From an optimization exercise on the open Yosys and OpenROAD flow, aimed at small area, a short achievable clock period and few clock cycles per item; shortcuts taken in it are not production practice.
Only simulation tests tie the RTL to the original design; equivalence was not proved.

==> flow/design.v, too long to show whole: its modules and the start of the top module <==
// module st4_temporal: 4311 lines
module st4_temporal (
    input  wire        clk,
    input  wire        rst,
    input  wire        in_valid,
    output wire        in_ready,
    input  wire [19:0] in_c,         
    input  wire [23:0] in_hist,      
    input  wire [7:0]  in_tau,       
    input  wire        in_pad,       
    input  wire        in_restart,   
    input  wire        in_tnr,       
    input  wire        in_rtc,       
    input  wire        in_gap_k0,    
    input  wire [8:0]  in_amin,      
    input  wire [15:0] in_tlo,       
    input  wire [15:0] in_thi,       
    input  wire [11:0] in_kmax,      
    input  wire [17:0] in_rate,      
    output reg         out_valid,
    output reg  [19:0] out_z,        
    output reg  [23:0] out_hist,     
    output reg         out_sat,      
    output reg         out_clamp     
);
  // ...
==> flow/run.sh <==
#!/bin/bash
# synth_recipe.tcl (not shown) runs the flow's synth.tcl, then flattens the netlist and writes it again
# the make line also repeats each setting of config.mk as NAME=value (left out here)
make -C /OpenROAD-flow-scripts/flow DESIGN_CONFIG=/design/flow/config.mk WORK_HOME=/design/flow/orfs CLKGATE_MAP_FILE= SYNTH_SCRIPT=/design/flow/synth_recipe.tcl finish
==> flow/config.mk <==
export PLATFORM = sky130hd
export DESIGN_NAME = st4_temporal
export DESIGN_NICKNAME = st4_temporal
export VERILOG_FILES = /design/flow/design.v
export SDC_FILE = /design/flow/constraint.sdc
export NUM_CORES = 4
export LEC_CHECK = 0
export ABC_AREA = 1
export CAP_MARGIN = 30
export CORE_MARGIN = 2
export CORE_UTILIZATION = 55
export CTS_CLUSTER_DIAMETER = 200
export CTS_CLUSTER_SIZE = 30
export SLEW_MARGIN = 55
==> flow/constraint.sdc <==
create_clock -name core_clock -period 38.0 [get_ports {clk}]
set_input_delay 7.6000 -clock core_clock [delete_from_list [all_inputs] [get_ports {clk}]]
set_output_delay 7.6000 -clock core_clock [all_outputs]
set_load 0.01 [all_outputs]
==> summary.txt, run 1 <==
Timing
  – Crit path time final: 9.11 ns

Hold path
  – Hold path endpoint: r4_dh[4]
  – Worst hold path depth: 0
  – Worst hold-check path type: register to register

Global routing
  – Global routing usage on met2: 38.4%
  – Largest net degree at the start of global routing: 61
  – Grt ovf: 0
  – Vias in the first global route: 34,700

Job
  – Max_cap viols: 0

Setup path
  – Worst reg2reg path endpoint: out_z[0]
  – CP top delay family: buffers and inverters

Finish
  – Non-Clock Buffer Area Fraction: 3.58%
  – Design area: 0.0543 mm²
  – Nets: 6,773
  – Leading cell types in the layout, fill and taps excluded: inv_1 (1,051), dfxtp_1 (756), nand2_1 (732)
  – Max reg flops: 26
  – Fraction of area in multi-input gates: 56.7%

Logic synthesis
  – Top area cells in the synthesized netlist: dfxtp_1 (30%), fa_1 (19%), ha_1 (13%)
  – Post-synth ARST share: 0%
  – FF+latch count, synth: 761
  – Average size of a mapped cell: 9.08 µm²

Clocking
  – CTS Buf Count: 29
  – CTS Root Cell: clkbuf_16

Placement
  – PortBufs: 177

Floorplanning
  – Die Ht: 308 µm

Drt
  – Routed via count: 35,300
  – Max Used Layer: met5

Run status
  – Run status: complete, no violations
Testbench counts, summed over its fixed seeds: cycles 32,064, items 32,000.
==> run 2, diff against run 1 <==
--- a/flow/config.mk
+++ b/flow/config.mk
@@ -11,4 +11,4 @@
 export CORE_UTILIZATION = 55
 export CTS_CLUSTER_DIAMETER = 200
-export CTS_CLUSTER_SIZE = 30
+export CTS_CLUSTER_SIZE = 25
 export SLEW_MARGIN = 55
==> run 2 against run 1 <==
Compared with the run above:
- clock skew increased by 0.0065 ns
- core utilization rose by 0.23 points
- non-clock buffer count rose by 1
==> summary.txt, run 2 <==
Setup path
  – Critical path required time: 30.40 ns (about the same)
  – Crit path buf inv count: 1 (unchanged)
  – CP Launch Type: register (unchanged)
  – Worst-path fanout max: 1 (unchanged)
  – CP peak stage delay: 0.53 ns (about the same)
  – CP arrival: 1.47 ns (was 1.51 ns)
  – CP top delay family: buffers and inverters (unchanged)
  – Crit-path slowest cell: clkdlybuf4s50_1 (unchanged)
  – CP cell instances: clkdlybuf4s50_1 (unchanged)
  – Crit end category: output port (unchanged)
  – Critical path class: register to output port (unchanged)

Global routing
  – Initial antenna violation count: 4 (unchanged)
  – Vias in the first global route: 34,900 (was 34,700)
  – GRT Util Overall: 24.4% (was 24.1%)
  – Global-route wire length before repair: 185,000 µm (was 184,000 µm)
  – Largest net degree at the start of global routing: 61 (unchanged)
  – Grt ovf: 0 (unchanged)

Placement
  – Routability cong.: 0.887 (unchanged)
  – PortBufs: 177 (unchanged)
  – Area post-placement: 0.0535 mm² (unchanged)
  – Hpwl dp: 92,000 µm (unchanged)
  – # placed instances: 6,808 (unchanged)

Finish
  – Commonest non-fill, non-tap cell in the layout: inv_1 (unchanged)
  – Design area: 0.0545 mm² (was 0.0543 mm²)
  – FF+latch area: 0.0152 mm² (unchanged)
  – Biggest regs: r1_n x26, out_hist x24, r2_x x24 (unchanged)
  – Layout area overhead: 7.40% (was 6.99%)
  – Fill count: 8,229 (was 8,253)
  – Nets: 6,781 (was 6,773)
  – Ant diodes: 0 (unchanged)
  – Max reg flops: 26 (unchanged)
  – Largest register by flop count: r1_n (unchanged)
  – Layout cells sized above 1: 2.72% (was 2.56%)
  – Core Util, Final: 59.5% (was 59.3%)
  – Leading cell types in the layout, fill and taps excluded: inv_1 (1,051), dfxtp_1 (756), nand2_1 (732) (unchanged)
  – Non-Filler Instances: 6,849 (was 6,840)
  – Multi-input gate area: 0.0308 mm² (unchanged)

Clocking
  – CTS Buf Count: 36 (was 29)
  – CTS H-Tree Depth: 2 (was 1)
  – CTS Root Cell: clkbuf_16 (unchanged)
  – CTS Hold Bufs: 0 (unchanged)
  – Post_cts resized: 0 (unchanged)
  – CTS max path bufs: 3 (unchanged)
  – CTS Sinks: 761 (unchanged)
  – CTS tree: built (unchanged)
  – Later-pin clock latency in the skew report: 0.61 ns (was 0.64 ns)
  – Clk pin slew, worst setup/hold paths: 0.11 ns (was 0.12 ns)
  – Post-CTS setup buffers: 0 (unchanged)

Logic synthesis
  – Syn nets: 6,707 (unchanged)
  – Number of synthesized flops with an enable pin: 0 (unchanged)
  – Area share of the largest cell type after synthesis: 30.0% (unchanged)
  – Synth Area in Adders: 31.5% (unchanged)
  – Simple-Gate Fraction of Synth Area: 10.3% (unchanged)
  – Mapped Cells: 5,587 (unchanged)
  – Synth Cell Area: 0.0507 mm² (unchanged)
  – Post-synth ARST share: 0% (unchanged)
  – Area leader, netlist: dfxtp_1 (unchanged)
  – Largest family of logic cells by synthesized area: adder cells (unchanged)
  – Top area cells in the synthesized netlist: dfxtp_1 (30%), fa_1 (19%), ha_1 (13%) (unchanged)
  – Post-synth top flop: dfxtp_1 (unchanged)
  – Proportion of synthesized chip area in sequential cells: 30.0% (unchanged)
  – Xor/xnor share of the synthesized area: 8.73% (unchanged)
  – Average size of a mapped cell: 9.08 µm² (unchanged)
  – FF+latch count, synth: 761 (unchanged)
  – Synth top cells by count: inv_1 (1,055), dfxtp_1 (761), nand2_1 (742) (unchanged)
  – Post-synthesis compound-gate area fraction: 9.97% (unchanged)
  – Multiplexer area fraction after synthesis: 0.0394% (unchanged)
  – Synth warn: 1 (unchanged)
  – Cell variety after synth: 57 (unchanged)
  – Most frequent cell after synthesis: inv_1 (unchanged)

Run status
  – Run status: complete, no violations (unchanged)

Timing
  – Final slew viol count: 0 (unchanged)
  – RSZ-0062 raised after global routing: no (unchanged)
  – Relative slew slack: 55.4% (was 56.1%)
  – Max Freq: 110 MHz (about the same)
  – Setup Skew: 0.0397 ns (was 0.0332 ns)
  – Crit path time final: 9.07 ns (was 9.11 ns)
  – Final Setup Violations: 0 (unchanged)
  – Slew @ Worst Pin: 0.669 ns (was 0.652 ns)
  – Setup TNS: 0 ns (unchanged)
  – Final critical-path share of the clock period: 23.9% (was 24.0%)
  – Final Hold Viols: 0 (unchanged)

Drt
  – Initial DRT Pass Iterations: 6 (was 5)
  – DRT Wirelength: 113,000 µm (about the same)
  – Routed via count: 35,500 (was 35,300)
  – Routed len/inst: 16.6 µm (was 16.5 µm)
  – Vias per cell: 5.18 (was 5.16)
  – DRT iter0 DRCs: 2,484 (was 2,481)
  – DRC: 0 (unchanged)
  – Antenna viol nets, final: 0 (unchanged)

Floorplanning
  – Core region area: 0.0915 mm² (unchanged)
  – I/O Pins: 179 (unchanged)
  – Starting Density: 55.4% (unchanged)
  – Site Rows: 111 (unchanged)
  – Die Area: 0.0947 mm² (unchanged)
  – Die W: 308 µm (unchanged)
  – Die Ht: 308 µm (unchanged)

Hold path
  – Worst hold-check path type: register to register (unchanged)

Job
  – Max_cap viols: 0 (unchanged)
## run 2: cell counts after synthesis
No cell type changed its count.
## run 2: layout make-up
cell class,instances,area share (%)
Clock inverter,3,0.0758
Multi-Input combinational cell,3572,56.5
Clock buffer,37,1.66
Inverter,1088,7.50
Sequential cell,761,28.0
Timing Repair Buffer,202,3.60
Tap cell,1186,2.72
## run 2: final timing paths
kind / start / endpoint / slack (ns) / cells after the start
hold reg to reg: r4_q[5] / r5_q[5] / 0.31 / 0
setup / recovery: out_z[15] / out_z[15] / 28.93 / 1
setup reg to reg: r6_k[3] / out_z[0] / 29.89 / 28
hold / removal: r4_q[5] / r5_q[5] / 0.31 / 0
## run 2: kinds of logic after synthesis
logic type,after synthesis
buffers and inverters,1254
other,1
XOR/XNOR,506
AO/OA/AOI/OAI,845
AND/OR/NAND/NOR,1227
adder cells (fa/ha/maj),991
multiplexers,2
flip-flops,761
## run 2: layer usage
layer	track usage, %	up-vias	wire length (µm)
li1	-	17900	-
met2	38.5	758	50400
met4	5.66	4	2580
met5	0	-	30
met3	2.86	129	5100
met1	35.7	16800	55400
## run 2: metrics by stage
stage | hold WS, ns | worst slack [ns]
floorplan | 0.310 | 29.27
global placement | 0.310 | 28.14
detailed placement | 0.312 | 28.77
CTS | 0.308 | 28.86
global route | 0.324 | 28.86
finish | 0.307 | 28.93

## re-timing with driven ports
Ports are ideal in the flow. The routed layouts listed here were re-timed in OpenROAD. Step 1 (the two cells are an assumption about what drives the block):
set clk [get_ports {clk}]
set_driving_cell -lib_cell sky130_fd_sc_hd__clkbuf_16 $clk
set_driving_cell -lib_cell sky130_fd_sc_hd__buf_2 [delete_from_list [all_inputs] $clk]
Step 2 adds t to the input delays and takes it off the output delays; t is the mean of the earliest and latest rising clock arrival at the registers after step 1. Input paths then give back, and output paths get back, about the clock's delay inside the block. Slacks: ideal / step 1 / step 2; pairs: ideal / step 1.
run | t (ns) | setup slack, ns | worst hold slack (ns) | worst data-port slew with drivers (ns)
run 1 | 0.698 | 28.887 / 28.818 / 28.769 | 0.309 / 0.309 / 0.309 | 0.08
run 2 | 0.655 | 28.932 / 28.865 / 28.773 | 0.307 / 0.307 / 0.307 | 0.07
After both steps every run listed still meets setup and hold. For run 2, which loses most, drivers alone change the setup slack by -0.067 ns; drivers and shift together by -0.159 ns.
